Context: an optimization exercise on an open-source flow, tuned for small area. The choices shown serve that exercise and are no tape-out recipe.
In this exercise RTL edits were held to simulation tests only and were not proved equivalent to the original.
Power and IR drop assume default switching activity.

## posfb_top
module posfb_top (
    input  wire        clk,
    input  wire        rst,
    input  wire [2:0]  enc_a,
    input  wire [2:0]  enc_b,
    input  wire [2:0]  enc_z,
    input  wire [8:0]  cfg_filt,
    input  wire [2:0]  cfg_inv,
    input  wire [5:0]  cfg_idx_mode,
    input  wire [14:0] cfg_dir_hyst,
    input  wire [71:0] cfg_index_nom,
    input  wire [23:0] cfg_index_tol,
    input  wire [23:0] still_lim,
    input  wire [2:0]  clr_quad,
    input  wire [2:0]  clr_dirchg,
    input  wire [2:0]  clr_cnterr,
    input  wire [2:0]  clr_errs,
    input  wire        spd_req,
    input  wire [1:0]  spd_ch,
    output reg         spd_busy,
    output reg         spd_done,
    output wire [31:0] spd_val,
    output wire [95:0] cnt,
    output wire [2:0]  dir,
    output wire [2:0]  dir_chg,
    output wire [2:0]  quad_err,
    output wire [2:0]  cnt_err,
    output wire [2:0]  still,
    output wire [2:0]  idx_valid,
    output wire [95:0] idx_cnt,
    output wire [95:0] idx_tick,
    output wire [95:0] idx_diff,
    output wire [47:0] quad_errs,
    output wire [23:0] idx_errs
);
For scale: roughly 6100 cells after synthesis, about 690 I/O pins.
export LEC_CHECK = 0
export CAP_MARGIN = 20
export CORE_MARGIN = 2
export CORE_UTILIZATION = 60
export CTS_BUF_LIST = sky130_fd_sc_hd__clkbuf_4
export PLACE_DENSITY = 0.7
export SLEW_MARGIN = 20
create_clock -name core_clock -period 9.0 [get_ports {clk}]
standard.sh (not shown) runs the stock make flow with config.mk's settings and CLKGATE_MAP_FILE= SYNTH_SCRIPT=/design/flow/synth_recipe.tcl, a recipe that flattens the netlist after the stock synthesis.
==> flow/flow/run.sh <==
#!/bin/bash
set -euo pipefail
bash standard.sh finish "BUFFER_PORTS_ARGS=-buffer_cell sky130_fd_sc_hd__buf_1" > flow_make.log 2>&1
Rerun with:
--- a/flow/design.v
+++ b/flow/design.v
@@ -208,18 +208,13 @@
         itk_b    = itk_lo[6];
         for (i = 6; i < 32; i = i + 1) begin
             itk[i] = tick[i] ^ itk_b;
             itk_b  = itk_b & ~tick[i];
         end
     end
-    wire        chk_neg;
-    wire [31:0] nom_x;
-    wire [32:0] add_s = add32(chk_pend ? idx_diff : cnt_next,
-                              chk_pend ? nom_x : ~idx_cnt,
-                              chk_pend ? ~chk_neg : 1'b1);
-    wire [31:0] diff_new = add_s[31:0];
+    wire [32:0] diff_new = add32(cnt_next, ~idx_cnt, 1'b1);
     wire       err_quad = illegal;
     wire       idx_fail;
     always @(posedge clk) begin
         if (rst) begin
             idx_cnt       <= 32'd0;
             idx_tick      <= 32'd0;
@@ -229,13 +224,13 @@
         end else begin
             chk_pend <= 1'b0;
             if (idx_event) begin
                 idx_cnt  <= cnt_next;
                 idx_tick <= itk;
                 if (idx_valid && !err_quad) begin
-                    idx_diff <= diff_new;
+                    idx_diff <= diff_new[31:0];
                     chk_pend <= 1'b1;
                 end
             end
             if (err_quad || idx_fail)
                 idx_valid <= 1'b0;
             else if (idx_event)
@@ -250,15 +245,16 @@
                 chk_down  <= dir_next;
             end
         end else if (dir_flip) begin
             chg_since_idx <= 1'b1;
         end
     end
-    assign      chk_neg = chk_any_k ? idx_diff[31] : chk_down;
-    assign      nom_x   = {8'd0, cfg_index_nom} ^ {32{~chk_neg}};
-    wire [31:0] err_k   = add_s[31:0];
+    wire        chk_neg = chk_any_k ? idx_diff[31] : chk_down;
+    wire [31:0] nom_x   = {8'd0, cfg_index_nom} ^ {32{~chk_neg}};
+    wire [32:0] err_s   = add32(idx_diff, nom_x, ~chk_neg);
+    wire [31:0] err_k   = err_s[31:0];
     function in_tol;
         input [31:0] x;
         input [7:0]  tol;
         reg   [8:0]  s;
         begin
             s = {1'b0, x[7:0]} + {1'b0, tol};
Outcome: The changed run finished clean. Synthesized area went up by 2.5%. Global-route usage drops by 2.3 points. Power went down by 0.80%. Wire length falls by about 5%. Worst setup slack is better by 0.11 ns. Combinational power stays flat. Non-clock buffer count is lower by 17. Final area is higher by 2.4%. Clock-buffer cell count came out higher by 2. Clock power goes down by about 1%. Hold slack loses 0.0075 ns.

==> static timing again, ports no longer ideal <==
The results above use ideal ports. As a check the final layouts listed here were re-extracted and re-timed, cells and wires unchanged.
Step 1: set_driving_cell puts a clkbuf_16 on clk and a buf_2 on each other input, an assumption about the parent block.
Step 2 adds t to the input delays and takes it off the output delays; t is the mean of the earliest and latest rising clock arrival at the registers after step 1. Input paths then give back, and output paths get back, about the clock's delay inside the block.
Three values: no drivers, after step 1, after step 2; two values: the first two.
| run | t, ns | slack for setup (ns) | worst register clock-pin slew, ns | pins driven straight from the clock port |
|---|---|---|---|---|
| the first run | 1.242 | 0.284 / 0.208 / -0.146 | 0.08 / 0.08 | 1 |
| the second run | 1.209 | 0.398 / 0.325 / -0.122 | 0.08 / 0.08 | 1 |
Met with ideal ports but missed after step 2: setup timing in the first run and the second run. The setup slack of the second run, which loses most, moves by -0.073 ns with the drivers and by -0.520 ns with both steps.
